Background: an optimization exercise with open tools, aiming at small area, a short achievable clock period and few clock cycles per item. Do not read the settings as production practice.
In this exercise RTL edits were held to simulation tests only and were not proved equivalent to the original.

--- config.mk ---
export PLATFORM = sky130hd
export DESIGN_NAME = div_unit
export DESIGN_NICKNAME = div_unit
export VERILOG_FILES = /design/flow/design.v
export SDC_FILE = /design/flow/constraint.sdc
export NUM_CORES = 4
export LEC_CHECK = 0
export CAP_MARGIN = 20
export CORE_MARGIN = 2
export CORE_UTILIZATION = 40
export PLACE_DENSITY = 0.6
export SLEW_MARGIN = 20
--- constraint.sdc ---
create_clock -name core_clock -period 11.5 [get_ports {clk}]
set_input_delay 2.3000 -clock core_clock [delete_from_list [all_inputs] [get_ports {clk}]]
set_output_delay 2.3000 -clock core_clock [all_outputs]
set_load 0.01 [all_outputs]
--- design.v ---
module div_unit (
    input  wire        clk,
    input  wire        rst,           
    input  wire        in_valid,
    output wire        in_ready,
    input  wire [63:0] in_a,          
    input  wire [63:0] in_b,          
    input  wire        in_signed,
    input  wire        in_w32,
    output reg         out_valid,
    output reg  [63:0] out_q,         
    output reg  [63:0] out_r,         
    output reg         out_z,
    output reg         out_n,
    output reg         out_c,
    output reg         out_v
);
    localparam S_IDLE = 2'd0;
    localparam S_STEP = 2'd1;
    localparam S_FIX  = 2'd2;
    reg  [1:0]  state;
    reg  [5:0]  step;        
    reg  [63:0] ga;          
    reg  [63:0] gb;          
    reg  [64:0] rem;         
    reg         sgn;         
    reg         w32;         
    reg         nega;        
    assign in_ready = (state == S_IDLE);
    wire [5:0] full = w32 ? 6'd16 : 6'd32;
    wire [63:0] b_ext  = w32 ? (sgn ? {{32{gb[31]}}, gb[31:0]} : {32'd0, gb[31:0]})
                             : gb;
    wire        b_neg  = sgn & b_ext[63];
    wire [63:0] dm     = b_neg ? (~b_ext + 64'd1) : b_ext;
    wire [64:0] dm65   = {1'b0, dm};
    wire [63:0] x      = w32 ? (sgn ? {{32{ga[31]}}, ga[31:0]} : {32'd0, ga[31:0]})
                             : ga;
    wire        x_neg  = sgn & x[63];
    wire [63:0] x_mag  = x_neg ? (~x + 64'd1) : x;
    wire [63:0] a_init = w32 ? {x_mag[31:0], 32'd0} : x_mag;
    wire        first  = (step == 6'd0);
    wire [63:0] a0     = first ? a_init : ga;
    wire [64:0] r0     = first ? 65'd0  : rem;
    wire [64:0] s1 = {r0[63:0], a0[63]};           
    wire [64:0] r1 = r0[64] ? (s1 + dm65) : (s1 - dm65);
    wire [63:0] a1 = {a0[62:0], ~r1[64]};
    wire [64:0] s2 = {r1[63:0], a1[63]};
    wire [64:0] r2 = r1[64] ? (s2 + dm65) : (s2 - dm65);
    wire [63:0] a2 = {a1[62:0], ~r2[64]};
    wire [64:0] r_cor  = rem[64] ? (rem + dm65) : rem;
    wire [63:0] r_mag  = r_cor[63:0];
    wire        dz     = (dm == 64'd0);
    wire        q_neg  = sgn & (nega ^ b_neg);
    wire [63:0] q_sgn  = q_neg ? (~ga + 64'd1) : ga;
    reg         q_ovf;
    always @(*) begin
        if (!sgn)
            q_ovf = 1'b0;
        else if (w32)
            q_ovf = (ga[63:32] != 32'd0) ||
                    (q_neg ? (ga[31:0] > 32'h8000_0000) : ga[31]);
        else
            q_ovf = q_neg ? (ga > 64'h8000_0000_0000_0000) : ga[63];
    end
    wire [63:0] q_full = dz ? 64'hFFFF_FFFF_FFFF_FFFF : q_sgn;
    wire [63:0] r_full = (sgn & nega) ? (~r_mag + 64'd1) : r_mag;
    wire [63:0] q_fin  = w32 ? (sgn ? {{32{q_full[31]}}, q_full[31:0]} : {32'd0, q_full[31:0]})
                             : q_full;
    wire [63:0] r_fin  = w32 ? (sgn ? {{32{r_full[31]}}, r_full[31:0]} : {32'd0, r_full[31:0]})
                             : r_full;
    always @(posedge clk) begin
        if (rst) begin
            state     <= S_IDLE;
            out_valid <= 1'b0;
        end else begin
            out_valid <= 1'b0;
            case (state)
                S_IDLE: begin
                    if (in_valid) begin
                        ga    <= in_a;
                        gb    <= in_b;
                        sgn   <= in_signed;
                        w32   <= in_w32;
                        step  <= 6'd0;
                        state <= S_STEP;
                    end
                end
                S_STEP: begin
                    if (first)
                        nega <= x_neg;
                    ga   <= a2;
                    rem  <= r2;
                    step <= step + 6'd1;
                    if (step + 6'd1 == full)
                        state <= S_FIX;
                end
                S_FIX: begin
                    out_q     <= q_fin;
                    out_r     <= r_fin;
                    out_z     <= (r_fin == 64'd0);
                    out_n     <= q_fin[63];
                    out_c     <= dz;
                    out_v     <= dz | q_ovf;
                    out_valid <= 1'b1;
                    state     <= S_IDLE;
                end
                default: state <= S_IDLE;
            endcase
        end
    end
endmodule
--- run.sh ---
#!/bin/bash
# synth_recipe.tcl (not shown) runs the flow's synth.tcl, then flattens the netlist and writes it again
# the make line also repeats each setting of config.mk as NAME=value (left out here)
make -C /OpenROAD-flow-scripts/flow DESIGN_CONFIG=/design/flow/config.mk WORK_HOME=/design/flow/orfs CLKGATE_MAP_FILE= SYNTH_SCRIPT=/design/flow/synth_recipe.tcl finish
==> results of run 1 <==
==> cells in the final DEF (no fill, tap or decap), types with 31 or more instances in the layout <==
cell / netlist / layout
clkdlybuf4s50_1: 0 / 266
a21oi_1: 305 / 295
nand2_1: 494 / 493
nor2_1: 425 / 419
buf_4: 1 / 359
a21o_1: 140 / 140
o21a_1: 42 / 42
a31oi_1: 48 / 44
o31ai_1: 43 / 43
ha_1: 197 / 196
edfxtp_1: 333 / 333
clkbuf_16: 0 / 44
mux2i_1: 33 / 33
nand3_1: 77 / 73
nor4_1: 39 / 39
xnor2_1: 309 / 306
xor2_1: 164 / 164
inv_1: 103 / 102
nor3_1: 117 / 111
and3_1: 31 / 31
o21bai_1: 40 / 39
and2_1: 91 / 91
nand4_1: 53 / 53
o21ai_0: 285 / 275
or3_1: 64 / 60
nor2b_1: 40 / 40
nand2b_1: 38 / 36
==> per-stage QoR <==
stage	hold slack (ps)	instance area [um^2]	utilization (%)
2_1_floorplan	495	33800	-
3_3_place_gp	593	39800	47.6
3_5_place_dp	596	39800	47.6
4_1_cts	599	41300	49.4
5_1_grt	614	41700	49.8
6_report	596	41700	49.8
==> sequential cells by signal, indices dropped and copies added, names as in the netlist, 2 cells and up <==
name   count
out_r     64
gb        64
rem       65
step       6
ga        64
out_q     64
state      2
==> how the worst max path moves through the flow <==
| stage | end | slack [ps] | cells past startpoint | startpoint |
|---|---|---|---|---|
| 6_report | ga[0]$_DFFE_PP_ | 280 | 52 | ga[2]$_DFFE_PP_ |
| 5_1_grt | ga[0]$_DFFE_PP_ | -100 | 52 | ga[2]$_DFFE_PP_ |
| 4_1_cts | ga[0]$_DFFE_PP_ | 20 | 54 | ga[1]$_DFFE_PP_ |
| 3_5_place_dp | ga[0]$_DFFE_PP_ | -590 | 54 | ga[1]$_DFFE_PP_ |
| 3_3_place_gp | ga[0]$_DFFE_PP_ | -440 | 54 | ga[0]$_DFFE_PP_ |
| 2_1_floorplan | ga[0]$_DFFE_PP_ | 4 | 51 | ga[2]$_DFFE_PP_ |
==> cell families after synthesis <==
kind of cell	after synthesis	share of synthesized area, %
and+or+nand+nor	1578	22.5
AOI/OAI and AO/OA	1198	23.0
xor gates and xnor gates	474	12.3
DFF	336	29.8
buffers and inverters	330	3.82
adders and majority gates	200	7.47
muxes	41	1.24
==> Yosys cell counts (18+ instances only) <==
master and number:
nor2_1 425, nand2b_1 38, or4_1 23, o21ai_0 285, ha_1 197, and3_1 31, a31oi_1 48, a221oi_1 25
nor2b_1 40, nand3_1 77, o21a_1 42, a21oi_1 305, o31ai_1 43, o21bai_1 40, edfxtp_1 333, mux2i_1 33
a21o_1 140, nand4_1 53, inv_1 103, xor2_1 164, o211ai_1 21, xnor2_1 309, nor4_1 39, and2_1 91
or3_1 64, a211oi_1 25, o21ai_1 23, nand2_1 494, buf_2 28, buf_1 18, nor3_1 117, clkbuf_1 176
==> routing by layer <==
layer	wire (um)	global-route usage (%)	share of wire [%]	vias to the layer above
li1	-	-	-	16139
met1	53800	37.5	45	15501
met2	52900	42.7	44	1223
met3	8500	3.03	7.1	181
met4	4090	8.89	3.4	0
met5	0	0	0	-
==> timing repair <==
item                                    4_1_cts  5_1_grt
resized for setup                            11       72
endpoints found under the setup margin       10       15
cloned                                        0        1
pin swaps                                     9       45
buffers inserted                              1        9
==> layout make-up <==
type,count,share of cell area (%)
clock inverter,34,0.843
sequential,336,24.1
timing repair buffer,636,13.3
tap,1134,3.40
multi-input combinational,3491,54.8
clock buffer,46,2.61
inverter,105,0.945
==> impl_metrics.py, run 1 <==
metrics = {
    "worst_setup_path": {
        "r2r_end": "ga[0]$_DFFE_PP_",
        "rrSetupSlack_ps": 280,
        "critPathArrivalTime_ps": 11560,
        "worstReg2RegStart": "ga[2]$_DFFE_PP_",
        "slowest_delay_ps": 430,
        "rr_worst_depth": 52,
        "slowest_stage": "or4_4",
        "crit_required_ps": 11850,
        "cp-end-kind": "flip-flop",
        "startpoint_type": "flip-flop",
        "critPathMaxFanout": 5,
        "path_buf_inv": 5,
        "path_delay_family": "compound AO/OA/AOI/OAI gates",
        "crit_type": "flip-flop to flip-flop",
    },
    "finish": {
        "seqCellArea_mm2": 0.0101,
        "fin_nets": 4946,
        "num_antenna_cells": 0,
        "final_cells": 5782,
        "area_delta_synth_final_pct": 23.3,
        "fillers": 8118,
        "multiInputGateArea_mm2": 0.0229,
        "drive_above_1_share_pct": 12.3,
    },
    "timing": {
        "max_slew_margin_pct": 29.0,
        "setup_viol": 0,
        "clock_skew_ps": 33.9,
        "final-hold-violation-count": 0,
        "fin_crit_sh_pct": 97.5,
        "max_freq_mhz": 89.2,
        "worst_pin_slew_ps": 1060,
        "setup_slack_ps": 285,
        "fin_tns_setup_ps": 0,
        "fin_crit_ps": 11220,
        "slew_viol_final": 0,
    },
    "clocking": {
        "path_clk_slew_ps": 60,
        "clock-sinks": 336,
        "insertion_delay_ps": 620,
        "clockBufferDepth": 3,
        "cts_inserted_buffers": 43,
        "ctsRootBufferMaster": "clkbuf_16",
        "cts_hold_buffers": 0,
        "cts_tree": "done",
        "htreeDepth": 2,
    },
    "min_path": {
        "whs_path_depth": 1,
        "min_to": "out_valid$_SDFF_PP0_",
        "hold_class": "flip-flop to flip-flop",
        "holdCritStartpoint": "state[1]$_SDFFE_PP0P_",
    },
    "floorplan": {
        "core-area_mm2": 0.0837,
        "pin_count": 267,
        "dieWidth_um": 295,
        "initial_core_util_pct": 40.4,
        "num_rows": 106,
        "fp.dieH_um": 295,
        "die-area_mm2": 0.0869,
    },
    "global_routing": {
        "antenna_found_initial": 2,
        "overflow": 0,
        "track_usage_pct": 26.7,
        "grt_pass1_vias": 31068,
        "grt_first_pass_wirelength_um": 181000,
        "grt_max_degree": 146,
    },
    "logic_synthesis": {
        "ys.flop_type": "edfxtp_1",
        "synthCells": 4157,
        "synth-seq-cells": 336,
        "synth_top_area_share_pct": 29.6,
        "syn_area_per_cell_um2": 8.13,
        "ys_seq_area_share_pct": 29.8,
        "synth_edf_count": 333,
        "netlist_area_mm2": 0.0338,
        "syn_nets": 4490,
        "synth_top_cell_by_area": "edfxtp_1",
        "ys_top_cells_by_area": "edfxtp_1 (30%), xnor2_1 (8.0%), ha_1 (7.3%), nand2_1 (5.5%), nor2_1 (4.7%)",
        "ys_async_sr_fraction_pct": 0,
        "yosysWarnings": 1,
        "ys_types": 109,
    },
    "place": {
        "numPortBuffers": 266,
        "place_inst": 5692,
        "preCtsSetupSlack_ps": -585,
        "dp_hpwl_um": 93700,
        "gp_congestion": 0.951,
    },
    "drt": {
        "wire_per_inst_um": 20.6,
        "vias": 33044,
        "dr.pass1.iters": 6,
        "drc": 0,
        "wirelength_um": 119000,
        "ant_nets": 0,
        "drt-vias-per-instance": 5.71,
        "drt_iter0_drc": 2789,
    },
    "flow_run": {
        "maxCapViolCount": 0,
    },
    "outcome": {
        "outcome": "timing/DRC/antenna clean",
    },
}
Testbench counts, summed over its fixed seeds: cycles 208,728, divs 8,000.
==> run 2, diff against run 1 <==
==> design.v (replaced) <==
module div_unit (
    input  wire        clk,
    input  wire        rst,           
    input  wire        in_valid,
    output wire        in_ready,
    input  wire [63:0] in_a,          
    input  wire [63:0] in_b,          
    input  wire        in_signed,
    input  wire        in_w32,
    output reg         out_valid,
    output wire [63:0] out_q,         
    output wire [63:0] out_r,         
    output reg         out_z,
    output reg         out_n,
    output reg         out_c,
    output reg         out_v
);
    localparam P_IDLE = 2'd0;
    localparam P_PREP = 2'd1;
    localparam P_STEP = 2'd2;
    localparam P_FIX  = 2'd3;
    reg  [1:0]  phase;
    reg  [5:0]  cnt;
    reg  [63:0] a;           
    reg  [63:0] r;           
    reg  [63:0] qd;          
    reg         cin;         
    reg         sgn, w32, nega, qneg, dz;
    assign in_ready = (phase == P_IDLE);
    assign out_q    = a;
    assign out_r    = r;
    wire [63:0] neg_a = ~a + 64'd1;
    wire [63:0] neg_r = ~r + 64'd1;
    wire        a_neg  = sgn & (w32 ? a[31] : a[63]);
    wire [63:0] x_mag  = a_neg ? neg_a : a;
    wire [63:0] a_init = w32 ? {x_mag[31:0], 32'd0} : x_mag;
    wire        d_neg  = sgn & (w32 ? qd[31] : qd[63]);
    wire [63:0] d_ext  = w32 ? {{32{d_neg}}, qd[31:0]} : qd;
    wire [65:0] s    = {1'b0, r, a[63]} + {2'b11, qd} + {65'd0, cin};
    wire        qbit = ~s[65];
    wire [63:0] r_nx = qbit ? s[63:0] : {r[62:0], a[63]};
    wire        last = (cnt[4:0] == 5'd31) & (w32 | cnt[5]);
    wire [63:0] q_full = dz ? 64'hFFFF_FFFF_FFFF_FFFF : (qneg ? neg_a : a);
    wire [63:0] r_full = nega ? neg_r : r;
    wire [63:0] q_fin  = w32 ? {{32{sgn & q_full[31]}}, q_full[31:0]} : q_full;
    wire [63:0] r_fin  = w32 ? {{32{sgn & r_full[31]}}, r_full[31:0]} : r_full;
    wire        q_ovf  = sgn & (w32 ? (qneg ? (a[31] & (a[30:0] != 31'd0)) : a[31])
                                    : (qneg ? (a[63] & (a[62:0] != 63'd0)) : a[63]));
    always @(posedge clk) begin
        if (rst) begin
            phase     <= P_IDLE;
            out_valid <= 1'b0;
        end else begin
            out_valid <= 1'b0;
            case (phase)
                P_IDLE: begin
                    if (in_valid) begin
                        a     <= in_a;
                        qd    <= in_b;
                        sgn   <= in_signed;
                        w32   <= in_w32;
                        phase <= P_PREP;
                    end
                end
                P_PREP: begin
                    nega  <= a_neg;
                    qneg  <= a_neg ^ d_neg;
                    a     <= a_init;
                    qd    <= d_neg ? d_ext : ~d_ext;
                    cin   <= ~d_neg;
                    dz    <= (d_ext == 64'd0);
                    r     <= 64'd0;
                    cnt   <= 6'd0;
                    phase <= P_STEP;
                end
                P_STEP: begin
                    r     <= r_nx;
                    a     <= {a[62:0], qbit};
                    cnt   <= cnt + 6'd1;
                    if (last)
                        phase <= P_FIX;
                end
                P_FIX: begin
                    a         <= q_fin;
                    r         <= r_fin;
                    out_z     <= (r == 64'd0);
                    out_n     <= q_fin[63];
                    out_c     <= dz;
                    out_v     <= dz | q_ovf;
                    out_valid <= 1'b1;
                    phase     <= P_IDLE;
                end
            endcase
        end
    end
endmodule
==> run 2 against run 1 <==
Compared with the run above: utilization fell by 0.48 points; cell count fell by 51%; cell area fell by 48%; hold slack got worse by 18 ps; die area decreased by 47%; setup slack improved by 5700 ps; sequential share of layout area is 4.8 points higher; area after synthesis fell by 47%; critical path depth is 38 lower; highest routed layer unchanged.
==> impl_metrics.py, run 2 <==
metrics = {
    "outcome": {
        "outcome": "timing/DRC/antenna clean",
    },
    "timing": {
        "max_freq_mhz": 183,
        "setup_viol": 0,
        "slew_viol_final": 0,
        "worst_pin_slew_ps": 1110,
        "final-hold-violation-count": 0,
        "rsz0062_at_grt": "no",
        "holdWs_ps": 578,
        "clock_skew_ps": 17.3,
        "fin_tns_setup_ps": 0,
        "fin_crit_ps": 5470,
        "max_slew_margin_pct": 24.4,
        "fin_crit_sh_pct": 47.6,
    },
    "finish": {
        "largestRegisters": "a (64), qd (64), r (64)",
        "area_delta_synth_final_pct": 22.0,
        "seqCellArea_mm2": 0.00631,
        "fin_nets": 2449,
        "fillers": 4228,
        "final_common_cell": "nor2_1",
        "post-route-util_pct": 49.4,
        "final_cell_mix": "nor2_1 (270), clkdlybuf4s50_1 (266), a21oi_1 (264), edfxtp_1 (208), xnor2_1 (141)",
        "final_area_mm2": 0.0218,
        "multiInputGateArea_mm2": 0.0109,
        "drive_above_1_share_pct": 7.11,
    },
    "place": {
        "dp_hpwl_um": 43900,
        "numPortBuffers": 266,
        "placed_area_mm2": 0.0210,
        "gp_congestion": 0.920,
    },
    "logic_synthesis": {
        "synthCells": 2059,
        "synth_simple_gate_area_share_pct": 18.0,
        "synth_compound_area_share_pct": 22.6,
        "ys_async_sr_fraction_pct": 0,
        "yosysMostFrequentCell": "nor2_1",
        "syn_nets": 2265,
        "ys_top_cells_by_area": "edfxtp_1 (35%), a21oi_1 (7.4%), xnor2_1 (6.9%), nor2_1 (5.7%), ha_1 (5.0%)",
        "synth_xor_area_share_pct": 11.7,
        "synth_top_cell_by_area": "edfxtp_1",
        "synth-seq-cells": 211,
        "ys_seq_area_share_pct": 35.2,
        "yosysWarnings": 1,
        "netlist_area_mm2": 0.0179,
        "ys_top_cells_by_count": "nor2_1 (270), a21oi_1 (265), edfxtp_1 (208)",
        "synth_edf_count": 208,
        "synthMuxAreaShare_pct": 3.17,
        "syn_area_per_cell_um2": 8.69,
        "ys_types": 85,
        "synth_top_family_by_area": "compound AO/OA/AOI/OAI gates",
        "synth_top_area_share_pct": 34.9,
        "ys.flop_type": "edfxtp_1",
        "synthAdderAreaFrac_pct": 5.19,
    },
    "drt": {
        "ant_nets": 0,
        "vias": 16873,
        "dr.pass1.iters": 6,
        "drc": 0,
        "wire_per_inst_um": 21.6,
        "drt-vias-per-instance": 5.91,
        "drt_iter0_drc": 1693,
        "wirelength_um": 61500,
    },
    "clocking": {
        "cts_hold_buffers": 0,
        "htreeDepth": 1,
        "ctsResizeCount": 0,
        "clockBufferDepth": 3,
        "insertion_delay_ps": 570,
        "ctsRootBufferMaster": "clkbuf_16",
        "path_clk_slew_ps": 60,
        "cts_setup_buffers": 0,
        "cts_inserted_buffers": 27,
        "clock-sinks": 211,
        "cts_tree": "done",
    },
    "worst_setup_path": {
        "startpoint_type": "flip-flop",
        "critPathArrivalTime_ps": 5850,
        "cp-end-kind": "flip-flop",
        "path_cells": "inv_1 > fa_1 > nand2b_1 > a21oi_1 > o21ai_0 > a21oi_1 > o21ai_0 > a2111oi_0 > nor3_2 > o21ai_2 > a21oi_4 > buf_4 > nand2b_1 > o221ai_1",
        "critPathMaxFanout": 70,
        "crit_type": "flip-flop to flip-flop",
        "slowest_delay_ps": 1010,
        "slowest_stage": "a2111oi_0",
        "crit_required_ps": 11880,
    },
    "floorplan": {
        "num_rows": 77,
        "pin_count": 267,
        "fp.dieH_um": 216,
        "die-area_mm2": 0.0465,
        "core-area_mm2": 0.0442,
        "initial_core_util_pct": 40.5,
        "dieWidth_um": 216,
    },
    "global_routing": {
        "track_usage_pct": 25.4,
        "grt_pass1_vias": 16212,
        "grt_first_pass_wirelength_um": 94800,
        "overflow": 0,
        "grt_max_degree": 80,
        "antenna_found_initial": 1,
    },
    "flow_run": {
        "maxCapViolCount": 0,
    },
    "min_path": {
        "hold_class": "flip-flop to flip-flop",
    },
}
[run 2: cell types whose count changed in the layout (fill, tap and decap cells not counted), sizes merged, moves of 40 or more]
cell / change
nand2: -349
nand3: -57
and2: -81
a21oi: -40
xor2: -65
ha: -126
buf: -348
o21ai: -218
edfxtp: -125
nor2: -157
nor3: -72
inv: -58
a21o: -96
xnor2: -169
[run 2: layout make-up]
type / instances / share of cell area [%]
Multi-Input combinational cell: 1668 / 50.1
Sequential cell: 211 / 28.9
Timing Repair Buffer: 287 / 12.9
Tap cell: 592 / 3.39
Clock buffer: 34 / 3.31
Inverter: 48 / 0.825
Clock inverter: 15 / 0.590
Antenna cell: 1 / 0.0115
[run 2: worst max-delay path, delay by kind of cell, from the launching register on]
kind            cells  cell delay [ps]
fa+ha+maj           1              470
flops               1              450
compound gates      8             2870
buf+inv             2              560
simple gates        3              880
[run 2: metal layers]
| metal | up-vias | global-route usage [%] | routed length (um) |
|---|---|---|---|
| met5 | - | 0 | 0 |
| met4 | 0 | 5.89 | 1160 |
| met3 | 72 | 3.14 | 4230 |
| met2 | 664 | 42.5 | 28800 |
| met1 | 8163 | 35.1 | 27300 |
| li1 | 7974 | - | - |
[run 2: kinds of logic after synthesis]
| family | after synthesis |
|---|---|
| AND/OR/NAND/NOR | 662 |
| AO/OA/AOI/OAI | 642 |
| XOR/XNOR | 240 |
| flip-flops | 211 |
| buffers and inverters | 180 |
| adder cells (fa/ha/maj) | 73 |
| multiplexers | 51 |
[run 2: metrics by stage]
step           setup slack, ps  std cells
2_1_floorplan             5040       2059
3_3_place_gp              6250       2806
3_5_place_dp              6120       2806
4_1_cts                   6120       2855
5_1_grt                   5750       2855
6_report                  6030       2856
[run 2: final timing paths]
path,start,to,slack (ps),cells after the start
max,a[63]$_DFFE_PP_,r[57]$_DFFE_PP_,6030,14
min,phase[0]$_SDFFE_PP0P_,phase[0]$_SDFFE_PP0P_,580,2
max reg2reg,a[63]$_DFFE_PP_,r[57]$_DFFE_PP_,6030,14
min reg2reg,phase[0]$_SDFFE_PP0P_,phase[0]$_SDFFE_PP0P_,580,2
Testbench counts of run 2, summed over its fixed seeds: cycles 409,448, divs 8,000.
==> run 3, diff against run 2 <==
==> flow/run.sh (new file) <==
#!/bin/bash
set -euo pipefail
export SETUP_SLACK_MARGIN=7.8
bash standard.sh > standard.log 2>&1
==> standard.sh (new file) <==
#!/bin/bash
# synth_recipe.tcl (not shown) runs the flow's synth.tcl, then flattens the netlist and writes it again
# the make line also repeats each setting of config.mk as NAME=value (left out here)
make -C /OpenROAD-flow-scripts/flow DESIGN_CONFIG=/design/flow/config.mk WORK_HOME=/design/flow/orfs CLKGATE_MAP_FILE= SYNTH_SCRIPT=/design/flow/synth_recipe.tcl "${@:-finish}"
removed: run.sh
==> run 3 against run 2 <==
Compared with the run above: die area stayed put; synthesized cell count did not move; cell area rose by 15%; sequential cell count unchanged; first-iteration DRC count increased by 12%; global-route usage is 2.7 points higher; maximum frequency increased by 44%.
==> impl_metrics.py, run 3 <==
metrics = {
    "drt": {
        "dr.pass1.iters": 5,
        "wirelength_um": 70100,
        "vias": 18423,
        "ant_nets": 0,
        "drc": 0,
        "drt_iter0_drc": 1890,
        "drt-vias-per-instance": 5.94,
        "wire_per_inst_um": 22.6,
    },
    "finish": {
        "fillers": 3996,
        "largestRegisters": "a (64), qd (64), r (64)",
        "drive_above_1_share_pct": 23.2,
        "final_cells": 3100,
        "fin_nets": 2693,
        "final_common_cell": "nor2_1",
        "final_cell_mix": "nor2_1 (247), a21oi_1 (226), buf_4 (223), edfxtp_1 (208), xnor2_1 (139)",
        "post-route-util_pct": 56.6,
        "area_delta_synth_final_pct": 39.8,
    },
    "timing": {
        "final-hold-violation-count": 0,
        "holdWs_ps": 615,
        "setup_viol": 0,
        "rsz0062_at_grt": "yes",
        "max_freq_mhz": 263,
        "fin_crit_ps": 3800,
        "slew_viol_final": 0,
        "clock_skew_ps": 22.6,
        "max_slew_margin_pct": 23.5,
        "fin_tns_setup_ps": 0,
        "fin_crit_sh_pct": 33.1,
        "worst_pin_slew_ps": 1150,
    },
    "logic_synthesis": {
        "synth_top_cell_by_area": "edfxtp_1",
        "ys.flop_type": "edfxtp_1",
        "ys_async_sr_fraction_pct": 0,
        "ys_top_cells_by_area": "edfxtp_1 (35%), a21oi_1 (7.4%), xnor2_1 (6.9%), nor2_1 (5.7%), ha_1 (5.0%)",
        "ys_seq_area_share_pct": 35.2,
        "yosysMostFrequentCell": "nor2_1",
        "netlist_area_mm2": 0.0179,
        "syn_nets": 2265,
        "syn_area_per_cell_um2": 8.69,
        "synthCells": 2059,
        "ys_types": 85,
        "synth_edf_count": 208,
        "yosysWarnings": 1,
        "ys_top_cells_by_count": "nor2_1 (270), a21oi_1 (265), edfxtp_1 (208)",
        "synth_top_area_share_pct": 34.9,
        "synth-seq-cells": 211,
    },
    "global_routing": {
        "overflow": 0,
        "grt_pass1_vias": 17669,
        "grt_first_pass_wirelength_um": 103000,
        "antenna_found_initial": 1,
        "track_usage_pct": 28.1,
        "grt_max_degree": 81,
    },
    "worst_setup_path": {
        "cp-end-kind": "output port",
        "path_cells": "buf_4 > clkdlybuf4s15_1",
        "critPathMaxFanout": 3,
        "startpoint_type": "flip-flop",
        "crit_required_ps": 9200,
        "path_buf_inv": 2,
        "slowest_delay_ps": 470,
        "path_delay_family": "flip-flops",
        "critPathArrivalTime_ps": 1500,
        "crit_type": "flip-flop to output port",
        "slowest_stage": "edfxtp_1",
    },
    "clocking": {
        "ctsRootBufferMaster": "clkbuf_16",
        "clock-sinks": 211,
        "cts_inserted_buffers": 28,
        "path_clk_slew_ps": 60,
        "cts_tree": "done",
        "cts_hold_buffers": 0,
        "clockBufferDepth": 3,
        "htreeDepth": 1,
        "insertion_delay_ps": 590,
    },
    "place": {
        "place_inst": 2802,
        "dp_hpwl_um": 43800,
        "gp_congestion": 0.908,
        "numPortBuffers": 266,
    },
    "outcome": {
        "outcome": "timing/DRC/antenna clean",
    },
    "floorplan": {
        "num_rows": 77,
        "dieWidth_um": 216,
        "fp.dieH_um": 216,
        "initial_core_util_pct": 40.5,
        "pin_count": 267,
        "core-area_mm2": 0.0442,
        "die-area_mm2": 0.0465,
    },
    "flow_run": {
        "maxCapViolCount": 0,
    },
    "min_path": {
        "hold_class": "flip-flop to flip-flop",
    },
}
-- run 3: timing repair --
| action | 4_1_cts | 5_1_grt |
|---|---|---|
| pin swaps | 25 | 67 |
| cloned | 9 | 11 |
| setup buffers | 189 | 38 |
| resized for setup | 265 | 173 |
| setup endpoints to repair | 380 | 213 |
-- run 3: worst paths after layout --
| check | slack (ps) | from | depth (start not counted) | endpoint |
|---|---|---|---|---|
| min reg2reg | 610 | cnt[0]$_SDFFCE_PN0P_ | 1 | cnt[0]$_SDFFCE_PN0P_ |
| max | 7700 | r[25]$_DFFE_PP_ | 2 | out_r[25] |
| min | 610 | cnt[0]$_SDFFCE_PN0P_ | 1 | cnt[0]$_SDFFCE_PN0P_ |
| max reg2reg | 7740 | r[25]$_DFFE_PP_ | 18 | r[49]$_DFFE_PP_ |
-- run 3: layout make-up --
class / count / area [um^2] / share of cell area (%)
Inverter: 48 / 183 / 0.730
Timing Repair Buffer: 521 / 4790 / 19.2
Clock buffer: 32 / 737 / 2.95
Sequential cell: 211 / 6310 / 25.2
Antenna cell: 1 / 2.50 / 0.0100
Clock inverter: 18 / 170 / 0.680
Tap cell: 592 / 741 / 2.96
Multi-Input combinational cell: 1677 / 12100 / 48.3
-- run 3: metal layers --
layer	track usage, %	vias to the layer above	routed length [um]
met5	0	-	0
met4	12.0	0	2910
met3	4.33	161	5290
met2	47.2	856	33400
met1	36.1	8910	28600
li1	-	8496	-
-- run 3: logic make-up (layout without fill, tap and decap cells) --
| family | after synthesis | after routing | share of synthesized area [%] |
|---|---|---|---|
| AND/OR/NAND/NOR | 662 | 666 | 18.0 |
| AO/OA/AOI/OAI | 642 | 647 | 22.6 |
| XOR/XNOR | 240 | 240 | 11.7 |
| flip-flops | 211 | 211 | 35.2 |
| buffers and inverters | 180 | 619 | 4.03 |
| adder cells (fa/ha/maj) | 73 | 73 | 5.19 |
| multiplexers | 51 | 51 | 3.17 |
| other | 0 | 1 | 0 |
-- run 3: stage by stage --
step                setup slack (ps)  area (um^2)
floorplan                       7510        18000
global placement                6420        21000
detailed placement              6630        21000
CTS                             7540        23800
global route                    7660        25000
finish                          7700        25000
==> run 4, diff against run 3 <==
==> design.v (replaced) <==
module div_unit (
    input  wire        clk,
    input  wire        rst,           
    input  wire        in_valid,
    output wire        in_ready,
    input  wire [63:0] in_a,          
    input  wire [63:0] in_b,          
    input  wire        in_signed,
    input  wire        in_w32,
    output reg         out_valid,
    output wire [63:0] out_q,         
    output wire [63:0] out_r,         
    output wire        out_z,
    output wire        out_n,
    output wire        out_c,
    output wire        out_v
);
    reg         busy;
    reg  [4:0]  cnt;
    reg  [63:0] a;           
    reg  [63:0] r;           
    reg  [63:0] qd;          
    reg         cin;         
    reg         sgn, w32, nega, qneg, dz;
    assign in_ready = ~busy;
    wire        x_neg  = in_signed & (in_w32 ? in_a[31] : in_a[63]);
    wire [63:0] x_mag  = x_neg ? (~in_a + 64'd1) : in_a;
    wire [63:0] a_init = in_w32 ? {x_mag[31:0], 32'd0} : x_mag;
    wire        d_neg  = in_signed & (in_w32 ? in_b[31] : in_b[63]);
    wire [63:0] d_ext  = in_w32 ? {{32{d_neg}}, in_b[31:0]} : in_b;
    wire [67:0] p  = {2'b00, r, a[63:62]};
    wire [67:0] m1 = {4'b1111, qd};
    wire [67:0] m2 = {3'b111, qd, cin};
    wire [67:0] s1 = p + m1 + {67'd0, cin};
    wire [67:0] s2 = p + m2 + {67'd0, cin};
    wire [67:0] cs_s = p ^ m1 ^ m2;
    wire [67:0] cs_c = (p & m1) | (p & m2) | (m1 & m2);
    wire [67:0] s3 = cs_s + {cs_c[66:0], cin} + {67'd0, cin};
    wire        d1 = ~s1[67];
    wire        d2 = ~s2[67];
    wire        d3 = ~s3[67];
    wire [63:0] r_nx = d3 ? s3[63:0] : d2 ? s2[63:0] : d1 ? s1[63:0] : p[63:0];
    wire [1:0]  qdig = {d2, d3 | (d1 & ~d2)};
    wire        last = (cnt[3:0] == 4'd15) & (w32 | cnt[4]);
    wire [63:0] q_full = dz ? 64'hFFFF_FFFF_FFFF_FFFF : (qneg ? (~a + 64'd1) : a);
    wire [63:0] r_full = nega ? (~r + 64'd1) : r;
    wire        q_ovf  = sgn & (w32 ? (qneg ? (a[31] & (a[30:0] != 31'd0)) : a[31])
                                    : (qneg ? (a[63] & (a[62:0] != 63'd0)) : a[63]));
    assign out_q = w32 ? {{32{sgn & q_full[31]}}, q_full[31:0]} : q_full;
    assign out_r = w32 ? {{32{sgn & r_full[31]}}, r_full[31:0]} : r_full;
    assign out_z = (r == 64'd0);
    assign out_n = out_q[63];
    assign out_c = dz;
    assign out_v = dz | q_ovf;
    always @(posedge clk) begin
        if (busy) begin
            a   <= {a[61:0], qdig};
            r   <= r_nx;
            cnt <= cnt + 5'd1;
        end else begin
            a    <= a_init;
            r    <= 64'd0;
            cnt  <= 5'd0;
            qd   <= d_neg ? d_ext : ~d_ext;
            cin  <= ~d_neg;
            dz   <= (d_ext == 64'd0);
            sgn  <= in_signed;
            w32  <= in_w32;
            nega <= x_neg;
            qneg <= x_neg ^ d_neg;
        end
    end
    always @(posedge clk) begin
        if (rst) begin
            busy      <= 1'b0;
            out_valid <= 1'b0;
        end else begin
            out_valid <= busy & last;
            if (busy)
                busy <= ~last;
            else
                busy <= in_valid;
        end
    end
endmodule
==> run.sh (new file) <==
#!/bin/bash
# synth_recipe.tcl (not shown) runs the flow's synth.tcl, then flattens the netlist and writes it again
# the make line also repeats each setting of config.mk as NAME=value (left out here)
make -C /OpenROAD-flow-scripts/flow DESIGN_CONFIG=/design/flow/config.mk WORK_HOME=/design/flow/orfs CLKGATE_MAP_FILE= SYNTH_SCRIPT=/design/flow/synth_recipe.tcl finish
removed: flow/run.sh
removed: standard.sh
==> run 4 against run 3 <==
Compared with the run above: cell area increased by 21%; sequential cell count is 6 lower; critical path depth grew 10; maximum frequency decreased by 50%; sequential share of layout area fell by 9.3 points.
==> impl_metrics.py, run 4 <==
metrics = {
    "place": {
        "dp_hpwl_um": 82300,
        "gp_congestion": 1.05,
        "numPortBuffers": 266,
    },
    "finish": {
        "final_common_cell": "o21ai_0",
        "area_delta_synth_final_pct": 15.4,
        "fin_nets": 3950,
        "drive_above_1_share_pct": 3.37,
        "final_cell_mix": "o21ai_0 (342), a21oi_1 (322), nand2_1 (321), nor2_1 (265), clkdlybuf4s50_1 (265)",
        "largestRegisters": "a (64), qd (64), r (64)",
    },
    "logic_synthesis": {
        "ys_async_sr_fraction_pct": 0,
        "synth_edf_count": 70,
        "ys.flop_type": "dfxtp_1",
        "netlist_area_mm2": 0.0262,
        "synth_top_area_share_pct": 10.3,
        "ys_types": 78,
        "yosysMostFrequentCell": "o21ai_0",
        "syn_area_per_cell_um2": 7.64,
        "ys_top_cells_by_count": "o21ai_0 (342), nand2_1 (323), a21oi_1 (322)",
        "syn_nets": 3831,
        "synth_top_cell_by_area": "dfxtp_1",
        "synth-seq-cells": 205,
        "ys_seq_area_share_pct": 18.3,
        "ys_top_cells_by_area": "dfxtp_1 (10%), ha_1 (9.7%), edfxtp_1 (8.0%), xnor2_1 (7.3%), o21ai_0 (6.5%)",
        "yosysWarnings": 1,
        "synthCells": 3429,
    },
    "worst_setup_path": {
        "startpoint_type": "flip-flop",
        "path_cells": "or3_1 > nor3_1 > nand4_1 > or4_4 > nand2b_4 > or4_1 > or4_4 > o31ai_4 > xnor2_1 > nor2_1 > o21ai_1 > clkdlybuf4s50_1",
        "crit_cells": 12,
        "cp-end-kind": "output port",
        "critPathMaxFanout": 8,
        "crit_type": "flip-flop to output port",
        "rr_worst_depth": 15,
        "path_buf_inv": 1,
        "crit_required_ps": 9200,
        "rrSetupSlack_ps": 5120,
        "slowest_stage": "or4_4",
        "slowest_delay_ps": 700,
        "cp_common_cell": "or4_4",
        "critPathArrivalTime_ps": 5300,
        "path_delay_family": "simple AND/OR/NAND/NOR gates",
    },
    "global_routing": {
        "grt_first_pass_wirelength_um": 154000,
        "overflow": 0,
        "grt_busiest_layer": "met2",
        "grtUsageMet2_pct": 44.3,
        "track_usage_pct": 29.4,
        "grt_use_met1_pct": 42.0,
        "grt_max_degree": 88,
        "antenna_found_initial": 15,
        "gr-usage-met3_pct": 5.09,
        "grt_pass1_vias": 25257,
    },
    "floorplan": {
        "die-area_mm2": 0.0675,
        "dieWidth_um": 260,
        "initial_core_util_pct": 40.5,
        "fp.dieH_um": 260,
        "pin_count": 267,
        "core-area_mm2": 0.0646,
        "num_rows": 93,
    },
    "flow_run": {
        "maxCapViolCount": 0,
    },
    "clocking": {
        "insertion_delay_ps": 540,
        "htreeDepth": 1,
        "clock-sinks": 205,
        "cts_setup_buffers": 0,
        "ctsRootBufferMaster": "clkbuf_16",
        "cts_hold_buffers": 0,
        "cts_inserted_buffers": 23,
        "ctsResizeCount": 0,
        "clockBufferDepth": 3,
        "cts_tree": "done",
        "path_clk_slew_ps": 60,
    },
    "drt": {
        "vias": 26833,
        "dr.pass1.iters": 6,
        "ant_nets": 0,
        "wirelength_um": 101000,
        "drt_iter0_drc": 2624,
        "drc": 0,
        "wire_per_inst_um": 22.9,
        "drt-vias-per-instance": 6.07,
    },
    "timing": {
        "slew_viol_final": 0,
        "max_slew_margin_pct": 30.4,
        "rsz0062_at_grt": "no",
        "fin_tns_setup_ps": 0,
        "max_freq_mhz": 132,
        "worst_pin_slew_ps": 1020,
        "setup_viol": 0,
        "final-hold-violation-count": 0,
        "clock_skew_ps": 22.4,
        "holdWs_ps": 437,
        "fin_crit_ps": 7600,
        "fin_crit_sh_pct": 66.1,
    },
    "min_path": {
        "hold_class": "flip-flop to flip-flop",
        "whs_path_depth": 1,
    },
    "outcome": {
        "outcome": "timing/DRC/antenna clean",
    },
}
-- run 4: per-layer routing --
metal | wire [um] | up-vias
li1 | - | 12873
met1 | 46000 | 12664
met2 | 43100 | 1105
met3 | 8350 | 165
met4 | 3610 | 26
met5 | 167 | -
-- run 4: logic make-up (layout without fill, tap and decap cells) --
family / Yosys count / count (layout) / share of synthesized area [%]
buf+inv: 256 / 391 / 3.74
mux: 50 / 50 / 1.94
xor+xnor: 413 / 413 / 13.8
other cells: 0 / 1 / 0
simple gates: 1076 / 1076 / 20.0
flops: 205 / 205 / 18.3
compound gates: 1160 / 1160 / 27.4
fa+ha+maj: 269 / 269 / 14.8
-- run 4: path summary, 6_finish.rpt --
kind	end	start
worst min register to register	cnt[0]$_SDFF_PN0_	cnt[0]$_SDFF_PN0_
worst max-delay path	out_q[55]	a[11]$_DFF_P_
worst min-delay path	cnt[0]$_SDFF_PN0_	cnt[0]$_SDFF_PN0_
worst max register to register	r[58]$_SDFF_PN0_	cin$_DFFE_PN_
-- run 4: per-stage QoR --
stage | std cells | utilization, % | area, um^2 | setup slack (ps)
final | 4420 | 46.8 | 30200 | 3900
after floorplan | 3429 | - | 26200 | 5500
after CTS | 4419 | 46.8 | 30200 | 3890
after global placement | 4378 | 45.5 | 29400 | 4520
after global routing | 4419 | 46.8 | 30200 | 3670
after detailed placement | 4378 | 45.5 | 29400 | 4500
-- run 4: final cells by class --
cell class,count,area [um^2]
diodes,1,2.50
fillers,6532,34400
inverters,62,238
repair buffers,288,2820
clock inverters,10,184
well taps,855,1070
flip-flops and latches,205,4810
multi-input cells,2968,20500
clock buffers,31,637
Testbench counts of run 4, summed over its fixed seeds: cycles 200,728, divs 8,000.
==> run 5, diff against run 4 <==
--- a/config.mk
+++ b/config.mk
@@ -10,3 +10,4 @@
 export CORE_UTILIZATION = 40
 export PLACE_DENSITY = 0.6
+export SETUP_SLACK_MARGIN = 5
 export SLEW_MARGIN = 20
==> run 5 against run 4 <==
Compared with the run above: critical path depth did not move; first-iteration DRC count grew 3.1%; setup slack improved by 930 ps; clock-buffer cell count stayed put; wire length increased by 1.2%; global-route usage up 0.31 points; largest cell class unchanged; highest routed layer unchanged.
==> impl_metrics.py, run 5 <==
metrics = {
    "outcome": {
        "outcome": "timing/DRC/antenna clean",
    },
    "logic_synthesis": {
        "ys.flop_type": "dfxtp_1",
        "synthCells": 3429,
        "syn_area_per_cell_um2": 7.64,
        "yosysMostFrequentCell": "o21ai_0",
        "ys_top_cells_by_area": "dfxtp_1 (10%), ha_1 (9.7%), edfxtp_1 (8.0%), xnor2_1 (7.3%), o21ai_0 (6.5%)",
        "synth_top_cell_by_area": "dfxtp_1",
        "synth_top_area_share_pct": 10.3,
        "ys_top_cells_by_count": "o21ai_0 (342), nand2_1 (323), a21oi_1 (322)",
        "ys_async_sr_fraction_pct": 0,
        "synth_edf_count": 70,
        "ys_types": 78,
        "ys_seq_area_share_pct": 18.3,
        "synth-seq-cells": 205,
        "syn_nets": 3831,
        "yosysWarnings": 1,
        "netlist_area_mm2": 0.0262,
    },
    "place": {
        "numPortBuffers": 266,
        "dp_hpwl_um": 82300,
        "placed_area_mm2": 0.0294,
        "gp_congestion": 1.05,
    },
    "timing": {
        "setup_viol": 0,
        "rsz0062_at_grt": "yes",
        "max_freq_mhz": 150,
        "fin_tns_setup_ps": 0,
        "fin_crit_ps": 6670,
        "max_slew_margin_pct": 30.9,
        "clock_skew_ps": 19.6,
        "slew_viol_final": 0,
        "fin_crit_sh_pct": 58.0,
        "worst_pin_slew_ps": 1020,
        "final-hold-violation-count": 0,
    },
    "clocking": {
        "insertion_delay_ps": 540,
        "ctsRootBufferMaster": "clkbuf_16",
        "path_clk_slew_ps": 60,
        "htreeDepth": 1,
        "cts_inserted_buffers": 23,
        "clockBufferDepth": 3,
        "cts_tree": "done",
        "cts_hold_buffers": 0,
        "clock-sinks": 205,
    },
    "drt": {
        "drc": 0,
        "wirelength_um": 102000,
        "vias": 27060,
        "ant_nets": 0,
        "drt_iter0_drc": 2705,
        "drt-vias-per-instance": 6.09,
        "dr.pass1.iters": 5,
        "wire_per_inst_um": 23.0,
    },
    "finish": {
        "fin_nets": 3975,
        "final_common_cell": "o21ai_0",
        "final_cell_mix": "o21ai_0 (330), a21oi_1 (321), nand2_1 (320), nor2_1 (264), clkdlybuf4s50_1 (225)",
        "area_delta_synth_final_pct": 17.4,
        "drive_above_1_share_pct": 5.63,
        "largestRegisters": "a (64), qd (64), r (64)",
        "final_area_mm2": 0.0307,
        "fillers": 6471,
    },
    "floorplan": {
        "initial_core_util_pct": 40.5,
        "core-area_mm2": 0.0646,
        "pin_count": 267,
        "die-area_mm2": 0.0675,
        "num_rows": 93,
        "fp.dieH_um": 260,
        "dieWidth_um": 260,
    },
    "global_routing": {
        "grt_first_pass_wirelength_um": 155000,
        "overflow": 0,
        "grt_max_degree": 88,
        "track_usage_pct": 29.7,
        "grt_pass1_vias": 25482,
        "antenna_found_initial": 14,
    },
    "worst_setup_path": {
        "startpoint_type": "flip-flop",
        "critPathMaxFanout": 5,
        "critPathArrivalTime_ps": 4370,
        "path_buf_inv": 1,
        "path_delay_family": "simple AND/OR/NAND/NOR gates",
        "cp-end-kind": "output port",
        "slowest_delay_ps": 540,
        "rrSetupSlack_ps": 5330,
        "path_cells": "or4_4 > or4_4 > or3_4 > or4_4 > nand2b_4 > or4_4 > or4_4 > o31ai_4 > xnor2_1 > nor2_1 > o21ai_1 > buf_2",
        "cp_common_cell": "or4_4",
        "crit_required_ps": 9200,
        "slowest_stage": "or4_4",
        "crit_type": "flip-flop to output port",
    },
    "min_path": {
        "hold_class": "flip-flop to flip-flop",
    },
    "flow_run": {
        "maxCapViolCount": 0,
    },
}
## run 5: changes by cell type in the layout (fill, tap and decap cells not counted), moves of 10 or more
cell	before	now
dlygate4sd2_1	0	23
clkdlybuf4s50_1	265	225
buf_4	22	44
o21ai_1	1	12
dfxtp_1	134	124
o21ai_0	342	330
## run 5: what timing repair did
| item | 4_1_cts | 5_1_grt |
|---|---|---|
| cloned | 1 | 0 |
| gates resized for setup | 115 | 39 |
| pin swaps | 13 | 5 |
| hold endpoints to repair | 0 | 0 |
| endpoints found under the setup margin | 67 | 65 |
| setup buffers | 15 | 9 |
## run 5: kinds of logic (layout without fill, tap and decap cells)
family	after synthesis	after routing	share of synthesized area (%)
AOI/OAI and AO/OA	1160	1160	27.4
xor gates and xnor gates	413	413	13.8
adders and majority gates	269	269	14.8
buffers and inverters	256	415	3.74
DFF	205	205	18.3
muxes	50	50	1.94
other	0	2	0
and+or+nand+nor	1076	1077	20.0
## run 5: final timing paths
kind / startpoint / endpoint / cells past startpoint
setup / recovery: a[31]$_DFF_P_ / out_q[55] / 12
hold / removal: cnt[0]$_SDFF_PN0_ / cnt[0]$_SDFF_PN0_ / 1
setup reg to reg: cin$_DFFE_PN_ / r[58]$_SDFF_PN0_ / 15
hold reg to reg: cnt[0]$_SDFF_PN0_ / cnt[0]$_SDFF_PN0_ / 1
## run 5: through the flow
step	utilization [%]	cells	hold slack [ps]	worst slack, ps
after floorplan	-	3429	402	5500
after CTS	47.3	4435	441	4800
after global routing	47.6	4444	483	4680
after detailed placement	45.5	4378	422	4500
final	47.6	4446	437	4830
after global placement	45.5	4378	417	4520
## run 5: metal layers
metal	GRT usage, %	wire [um]
met2	44.7	43500
met5	0	144
met4	11.0	4080
met1	42.0	45800
met3	5.38	8800
## run 5: cell type report
class / count / area, um^2 / area share [%]
timing repair buffer: 312 / 2970 / 9.67
clock buffer: 31 / 637 / 2.07
clock inverter: 10 / 184 / 0.598
inverter: 62 / 238 / 0.773
multi-input combinational: 2969 / 20800 / 67.7
sequential: 205 / 4830 / 15.7
tap: 855 / 1070 / 3.48
antenna: 2 / 5.00 / 0.0163
==> run 6, diff against run 5 <==
==> flow/run.sh (new file) <==
#!/bin/bash
set -euo pipefail
export SETUP_SLACK_MARGIN=7
bash standard.sh > standard.log 2>&1
==> standard.sh (new file) <==
#!/bin/bash
# synth_recipe.tcl (not shown) runs the flow's synth.tcl, then flattens the netlist and writes it again
# the make line also repeats each setting of config.mk as NAME=value (left out here)
make -C /OpenROAD-flow-scripts/flow DESIGN_CONFIG=/design/flow/config.mk WORK_HOME=/design/flow/orfs CLKGATE_MAP_FILE= SYNTH_SCRIPT=/design/flow/synth_recipe.tcl "${@:-finish}"
--- a/config.mk
+++ b/config.mk
@@ -10,4 +10,3 @@
 export CORE_UTILIZATION = 40
 export PLACE_DENSITY = 0.6
-export SETUP_SLACK_MARGIN = 5
 export SLEW_MARGIN = 20
removed: run.sh
==> run 6 against run 5 <==
Compared with the run above: still clean; die area did not move; maximum frequency fell by 1.2%; wire length rose by 5.4%; first-iteration DRC count fell by 1.7%; register-to-register slack improved by 1800 ps; non-clock buffer count rose by 178; global-route usage rose by 0.44 points; clock-buffer cell count rose by 2; via count rose by 5.3%; cell count rose by 4.2%; critical path type unchanged; largest cell class unchanged.
==> impl_metrics.py, run 6 <==
metrics = {
    "clocking": {
        "insertion_delay_ps": 570,
        "path_clk_slew_ps": 60,
        "cts_inserted_buffers": 26,
        "clockBufferDepth": 3,
        "ctsRootBufferMaster": "clkbuf_16",
        "cts_hold_buffers": 0,
        "cts_tree": "done",
        "clock-sinks": 205,
        "htreeDepth": 1,
    },
    "timing": {
        "setup_viol": 0,
        "max_slew_margin_pct": 24.5,
        "clock_skew_ps": 26.7,
        "rsz0062_at_grt": "yes",
        "setup_slack_ps": 4750,
        "fin_crit_ps": 6750,
        "fin_crit_sh_pct": 58.7,
        "worst_pin_slew_ps": 1120,
        "fin_tns_setup_ps": 0,
        "max_freq_mhz": 148,
        "final-hold-violation-count": 0,
        "holdWs_ps": 432,
        "slew_viol_final": 0,
    },
    "outcome": {
        "outcome": "timing/DRC/antenna clean",
    },
    "logic_synthesis": {
        "yosysWarnings": 1,
        "ys_top_cells_by_count": "o21ai_0 (342), nand2_1 (323), a21oi_1 (322)",
        "yosysMostFrequentCell": "o21ai_0",
        "ys_types": 78,
        "synth_edf_count": 70,
        "ys_top_cells_by_area": "dfxtp_1 (10%), ha_1 (9.7%), edfxtp_1 (8.0%), xnor2_1 (7.3%), o21ai_0 (6.5%)",
        "netlist_area_mm2": 0.0262,
        "synthCells": 3429,
        "ys_seq_area_share_pct": 18.3,
        "syn_area_per_cell_um2": 7.64,
        "synth-seq-cells": 205,
        "syn_nets": 3831,
        "synth_top_area_share_pct": 10.3,
        "ys_async_sr_fraction_pct": 0,
        "synth_top_cell_by_area": "dfxtp_1",
        "ys.flop_type": "dfxtp_1",
    },
    "place": {
        "placed_area_mm2": 0.0301,
        "dp_hpwl_um": 80600,
        "gp_congestion": 0.991,
        "preCtsSetupSlack_ps": 4720,
        "numPortBuffers": 266,
    },
    "worst_setup_path": {
        "rrSetupSlack_ps": 7090,
        "cp-end-kind": "output port",
        "r2r_end": "r[61]$_SDFF_PN0_",
        "crit_required_ps": 9200,
        "startpoint_type": "flip-flop",
        "worstReg2RegStart": "qd[4]$_DFFE_PN_",
        "crit_type": "flip-flop to output port",
        "critPathMaxFanout": 4,
        "critPathArrivalTime_ps": 4450,
        "rr_worst_depth": 13,
    },
    "drt": {
        "drt_iter0_drc": 2660,
        "dr.pass1.iters": 9,
        "vias": 28485,
        "drc": 0,
        "wirelength_um": 108000,
        "wire_per_inst_um": 23.3,
        "ant_nets": 0,
        "drt-vias-per-instance": 6.15,
    },
    "floorplan": {
        "num_rows": 93,
        "initial_core_util_pct": 40.5,
        "pin_count": 267,
        "fp.dieH_um": 260,
        "dieWidth_um": 260,
        "die-area_mm2": 0.0675,
        "core-area_mm2": 0.0646,
    },
    "finish": {
        "largestRegisters": "a (64), qd (64), r (64)",
        "fin_nets": 4159,
        "fillers": 5997,
        "drive_above_1_share_pct": 22.1,
        "final_cell_mix": "a21oi_1 (301), nand2_1 (300), nor2_1 (252), xnor2_1 (201), ha_1 (196)",
        "area_delta_synth_final_pct": 33.5,
        "final_area_mm2": 0.0350,
        "final_common_cell": "a21oi_1",
    },
    "global_routing": {
        "track_usage_pct": 30.1,
        "overflow": 0,
        "grt_pass1_vias": 26235,
        "grt_first_pass_wirelength_um": 158000,
        "grt_max_degree": 88,
        "antenna_found_initial": 10,
    },
    "min_path": {
        "holdCritStartpoint": "cnt[0]$_SDFF_PN0_",
        "min_to": "cnt[0]$_SDFF_PN0_",
        "whs_path_depth": 1,
        "hold_class": "flip-flop to flip-flop",
    },
    "flow_run": {
        "maxCapViolCount": 0,
    },
}
run 6: cell count changes in the layout (fill, tap and decap cells not counted), sizes merged:
cell | previous run | this run
clkbuf | 31 | 50
buf | 54 | 318
clkinvlp | 0 | 3
bufbuf | 0 | 1
nand2 | 323 | 324
clkdlybuf4s50 | 225 | 128
dlygate4sd2 | 23 | 6
inv | 63 | 65
dlymetal6s2s | 7 | 17
nand2b | 53 | 55
clkinv | 4 | 7
bufinv | 5 | 2
run 6: kinds of logic (layout without fill, tap and decap cells):
group	Yosys count	in the layout	synth area share (%)
flip-flops	205	205	18.3
AND/OR/NAND/NOR	1076	1080	20.0
multiplexers	50	50	1.94
XOR/XNOR	413	413	13.8
adder cells (fa/ha/maj)	269	269	14.8
other	0	2	0
buffers and inverters	256	600	3.74
AO/OA/AOI/OAI	1160	1160	27.4
run 6: layout make-up:
cell class,instances,area (um^2),area share (%)
Multi-Input combinational cell,2972,23300,66.5
Sequential cell,205,4880,14.0
Timing Repair Buffer,490,4600,13.2
Tap cell,855,1070,3.06
Clock buffer,33,751,2.15
Inverter,62,253,0.723
Clock inverter,15,149,0.426
Antenna cell,2,5.00,0.0143
run 6: worst max path at each step:
| stage | start | endpoint | depth (start not counted) |
|---|---|---|---|
| floorplan | a[32]$_DFF_P_ | out_q[55] | 11 |
| global route | a[32]$_DFF_P_ | out_q[55] | 12 |
| finish | a[32]$_DFF_P_ | out_q[55] | 12 |
| detailed placement | a[20]$_DFF_P_ | out_q[55] | 12 |
| global placement | a[20]$_DFF_P_ | out_q[62] | 10 |
| CTS | a[32]$_DFF_P_ | out_q[55] | 12 |
run 6: layer usage:
layer	vias to the layer above	GRT usage, %	share of wire, %
met5	-	0	0.094
li1	13317	-	-
met1	13596	42.2	43
met3	233	4.54	8.8
met2	1323	47.4	44
met4	16	9.32	4.0
run 6: critical path, cell delays in order, from the launching register on:
cell and delay, ps:
dfxtp_2 320, or4_4 530, or4_4 450, or3_4 380, or4_4 510, nand2b_4 160, or4_4 430, or4_4 450
o31ai_4 190, xnor2_1 140, nor2_1 70, o21ai_2 130, buf_2 150
run 6: repair_timing:
action                                  in CTS  in global routing
gates resized for setup                    688                346
pin swaps                                   96                141
endpoints found under the setup margin     238                228
cloned                                       8                  4
buffers inserted                           102                 91
run 6: metrics by stage:
stage                     util (%)  std cells
after floorplan                  -       3429
after global placement        46.6       4377
after detailed placement      46.7       4379
after CTS                     51.1       4537
after global routing          54.1       4632
final                         54.1       4634
==> run 7, diff against run 6 <==
--- a/design.v
+++ b/design.v
@@ -11,10 +11,11 @@
     output wire [63:0] out_q,         
     output wire [63:0] out_r,         
-    output wire        out_z,
-    output wire        out_n,
-    output wire        out_c,
-    output wire        out_v
+    output reg         out_z,
+    output reg         out_n,
+    output reg         out_c,
+    output reg         out_v
 );
-    reg         busy;
+    reg         busy;        
+    reg         fix;         
     reg  [4:0]  cnt;
     reg  [63:0] a;           
@@ -23,8 +24,12 @@
     reg         cin;         
     reg         sgn, w32, nega, qneg, dz;
-    assign in_ready = ~busy;
+    assign in_ready = ~busy & ~fix;
+    assign out_q    = a;
+    assign out_r    = r;
     wire        x_neg  = in_signed & (in_w32 ? in_a[31] : in_a[63]);
-    wire [63:0] x_mag  = x_neg ? (~in_a + 64'd1) : in_a;
-    wire [63:0] a_init = in_w32 ? {x_mag[31:0], 32'd0} : x_mag;
+    wire [63:0] n_in   = fix ? a : in_a;
+    wire        n_en   = fix ? qneg : x_neg;
+    wire [63:0] n_out  = n_en ? (~n_in + 64'd1) : n_in;
+    wire [63:0] a_init = in_w32 ? {n_out[31:0], 32'd0} : n_out;
     wire        d_neg  = in_signed & (in_w32 ? in_b[31] : in_b[63]);
     wire [63:0] d_ext  = in_w32 ? {{32{d_neg}}, in_b[31:0]} : in_b;
@@ -43,14 +48,10 @@
     wire [1:0]  qdig = {d2, d3 | (d1 & ~d2)};
     wire        last = (cnt[3:0] == 4'd15) & (w32 | cnt[4]);
-    wire [63:0] q_full = dz ? 64'hFFFF_FFFF_FFFF_FFFF : (qneg ? (~a + 64'd1) : a);
+    wire [63:0] q_full = dz ? 64'hFFFF_FFFF_FFFF_FFFF : n_out;
     wire [63:0] r_full = nega ? (~r + 64'd1) : r;
+    wire [63:0] q_fin  = w32 ? {{32{sgn & q_full[31]}}, q_full[31:0]} : q_full;
+    wire [63:0] r_fin  = w32 ? {{32{sgn & r_full[31]}}, r_full[31:0]} : r_full;
     wire        q_ovf  = sgn & (w32 ? (qneg ? (a[31] & (a[30:0] != 31'd0)) : a[31])
                                     : (qneg ? (a[63] & (a[62:0] != 63'd0)) : a[63]));
-    assign out_q = w32 ? {{32{sgn & q_full[31]}}, q_full[31:0]} : q_full;
-    assign out_r = w32 ? {{32{sgn & r_full[31]}}, r_full[31:0]} : r_full;
-    assign out_z = (r == 64'd0);
-    assign out_n = out_q[63];
-    assign out_c = dz;
-    assign out_v = dz | q_ovf;
     always @(posedge clk) begin
         if (busy) begin
@@ -58,4 +59,11 @@
             r   <= r_nx;
             cnt <= cnt + 5'd1;
+        end else if (fix) begin
+            a     <= q_fin;
+            r     <= r_fin;
+            out_z <= (r == 64'd0);
+            out_n <= q_fin[63];
+            out_c <= dz;
+            out_v <= dz | q_ovf;
         end else begin
             a    <= a_init;
@@ -74,11 +82,13 @@
         if (rst) begin
             busy      <= 1'b0;
+            fix       <= 1'b0;
             out_valid <= 1'b0;
         end else begin
-            out_valid <= busy & last;
+            out_valid <= fix;
+            fix       <= busy & last;
             if (busy)
                 busy <= ~last;
             else
-                busy <= in_valid;
+                busy <= in_valid & ~fix;
         end
     end
==> run.sh (new file) <==
#!/bin/bash
# synth_recipe.tcl (not shown) runs the flow's synth.tcl, then flattens the netlist and writes it again
# the make line also repeats each setting of config.mk as NAME=value (left out here)
make -C /OpenROAD-flow-scripts/flow DESIGN_CONFIG=/design/flow/config.mk WORK_HOME=/design/flow/orfs CLKGATE_MAP_FILE= SYNTH_SCRIPT=/design/flow/synth_recipe.tcl finish
--- a/config.mk
+++ b/config.mk
@@ -10,3 +10,4 @@
 export CORE_UTILIZATION = 40
 export PLACE_DENSITY = 0.6
+export SETUP_SLACK_MARGIN = 5
 export SLEW_MARGIN = 20
removed: flow/run.sh
removed: standard.sh
==> run 7 against run 6 <==
Compared with the run above: clock skew is 1.9 ps lower; cell area is 10% lower; clock-buffer cell count is 9 higher; first-iteration DRC count is 15% higher; largest cell class unchanged; sequential cell count is 5 higher; sequential share of layout area is 4.0 points higher.
==> impl_metrics.py, run 7 <==
metrics = {
    "finish": {
        "fin_nets": 3903,
        "drive_above_1_share_pct": 4.91,
        "largestRegisters": "a (64), qd (64), r (64)",
        "final_cells": 4401,
        "area_delta_synth_final_pct": 15.5,
        "final_cell_mix": "nand2_1 (334), a21oi_1 (321), clkdlybuf4s50_1 (266), o21ai_0 (247), nor2_1 (239)",
        "final_common_cell": "nand2_1",
    },
    "timing": {
        "final-hold-violation-count": 0,
        "fin_tns_setup_ps": 0,
        "max_freq_mhz": 167,
        "rsz0062_at_grt": "no",
        "worst_pin_slew_ps": 1110,
        "fin_crit_ps": 5990,
        "holdWs_ps": 530,
        "clock_skew_ps": 24.8,
        "slew_viol_final": 0,
    },
    "floorplan": {
        "die-area_mm2": 0.0701,
        "core-area_mm2": 0.0673,
        "num_rows": 95,
        "dieWidth_um": 265,
        "pin_count": 267,
    },
    "logic_synthesis": {
        "netlist_area_mm2": 0.0272,
        "synth_edf_count": 142,
        "synthCells": 3373,
        "yosysMostFrequentCell": "nand2_1",
        "synth_top_cell_by_area": "edfxtp_1",
        "yosysWarnings": 1,
        "syn_nets": 3774,
        "synth-seq-cells": 210,
        "ys.flop_type": "edfxtp_1",
        "ys_top_cells_by_count": "nand2_1 (337), a21oi_1 (321), o21ai_0 (248)",
        "ys_types": 102,
        "synth_top_area_share_pct": 15.7,
    },
    "worst_setup_path": {
        "cp-end-kind": "flip-flop",
        "slowest_stage": "buf_4",
        "critPathArrivalTime_ps": 6310,
        "crit_required_ps": 11820,
        "path_buf_inv": 1,
        "startpoint_type": "flip-flop",
        "slowest_delay_ps": 680,
        "crit_type": "flip-flop to flip-flop",
    },
    "flow_run": {
        "maxCapViolCount": 0,
    },
    "drt": {
        "drc": 0,
        "dr.pass1.iters": 8,
        "wirelength_um": 114000,
        "wire_per_inst_um": 25.8,
        "ant_nets": 0,
        "drt_iter0_drc": 3069,
    },
    "place": {
        "numPortBuffers": 266,
        "gp_congestion": 1.01,
        "dp_hpwl_um": 88100,
        "place_inst": 4342,
    },
    "global_routing": {
        "track_usage_pct": 31.3,
        "grt_first_pass_wirelength_um": 169000,
        "grt_pass1_vias": 26675,
    },
    "clocking": {
        "ctsRootBufferMaster": "clkbuf_16",
        "cts_inserted_buffers": 31,
        "clockBufferDepth": 3,
        "ctsResizeCount": 0,
        "insertion_delay_ps": 610,
        "cts_hold_buffers": 0,
        "htreeDepth": 1,
    },
    "outcome": {
        "outcome": "timing/DRC/antenna clean",
    },
}
[run 7: cell types whose count changed after synthesis, moves of 36 or more]
| cell | delta |
|---|---|
| dfxtp_1 | -67 |
| edfxtp_1 | +72 |
| mux2i_1 | +47 |
| clkbuf_1 | -39 |
| nand2b_1 | -36 |
| o21ai_0 | -94 |
| xor2_1 | -45 |
| buf_2 | +47 |
[run 7: tightest hold or removal path, stage by stage (launching register included)]
cell and delay [ps]:
dfxtp_1 340, nand2_1 70, o21ai_0 60
[run 7: path summary, 6_finish.rpt]
path | startpoint | endpoint | slack, ps | cells after the start
max reg2reg | r[25]$_DFFE_PP_ | r[52]$_DFFE_PP_ | 5510 | 12
min | a[10]$_DFF_P_ | a[12]$_DFF_P_ | 530 | 2
min reg2reg | a[10]$_DFF_P_ | a[12]$_DFF_P_ | 530 | 2
max | r[25]$_DFFE_PP_ | r[52]$_DFFE_PP_ | 5510 | 12
[run 7: layout make-up]
| type | count | area [um^2] |
|---|---|---|
| antenna | 2 | 5.00 |
| clock buffer | 42 | 900 |
| clock inverter | 15 | 144 |
| fill | 6669 | 35800 |
| inverter | 68 | 258 |
| multi-input combinational | 2890 | 20500 |
| sequential | 210 | 5630 |
| tap | 873 | 1090 |
| timing repair buffer | 301 | 2930 |
[run 7: cells by family (layout without fill, tap and decap cells)]
family	after synthesis	after routing	share of synthesized area [%]
AO/OA/AOI/OAI	1121	1121	26.6
AND/OR/NAND/NOR	1023	1023	18.2
XOR/XNOR	362	362	11.6
buffers and inverters	273	426	4.29
adder cells (fa/ha/maj)	268	268	14.2
flip-flops	210	210	20.7
multiplexers	116	116	4.40
other	0	2	0
[run 7: routing by layer]
layer / vias up / share of wire, % / global-route usage (%)
li1: 12879 / - / -
met1: 13230 / 42 / 42.3
met2: 1572 / 43 / 48.9
met3: 276 / 9.8 / 5.42
met4: 6 / 5.1 / 14.2
met5: - / 0.030 / 0
[run 7: metrics by stage]
stage	area [um^2]	setup slack, ps
after floorplan	27200	5960
after CTS	31400	5620
after global placement	30400	5240
final	31400	5510
after detailed placement	30400	5590
after global routing	31400	5300
Testbench counts of run 7, summed over its fixed seeds: cycles 208,728, divs 8,000.

[port drivers added, routing unchanged]
No port has a modelled driver above. Below, the same layouts with a new extraction and two added sets of constraints.
Step 1 assumes that a clkbuf_16 drives the clock port and a buf_2 every other input.
Step 2, shift: input delay + t, output delay - t, t = (earliest + latest rising clock arrival at the registers) / 2. This alone moves slack from input paths to output paths.
Slacks: ideal / step 1 / step 2; pairs: ideal / step 1.
run | t, ns | slack for setup (ns) | hold WS [ns]
run 1 | 0.667 | 0.285 / 0.285 / 0.285 | 0.596 / 0.596 / 0.596
run 2 | 0.621 | 6.028 / 6.028 / 6.028 | 0.578 / 0.578 / 0.578
run 3 | 0.634 | 7.697 / 7.641 / 7.382 | 0.615 / 0.615 / 0.615
run 4 | 0.589 | 3.897 / 3.839 / 4.429 | 0.437 / 0.437 / 0.437
run 5 | 0.597 | 4.829 / 4.767 / 4.903 | 0.437 / 0.437 / 0.437
run 6 | 0.619 | 4.747 / 4.690 / 5.309 | 0.432 / 0.432 / 0.432
run 7 | 0.663 | 5.506 / 5.506 / 5.506 | 0.530 / 0.530 / 0.530
After both steps every run listed still meets setup and hold. The setup slack of run 3, which loses most, moves by -0.056 ns with the drivers and by -0.315 ns with both steps.
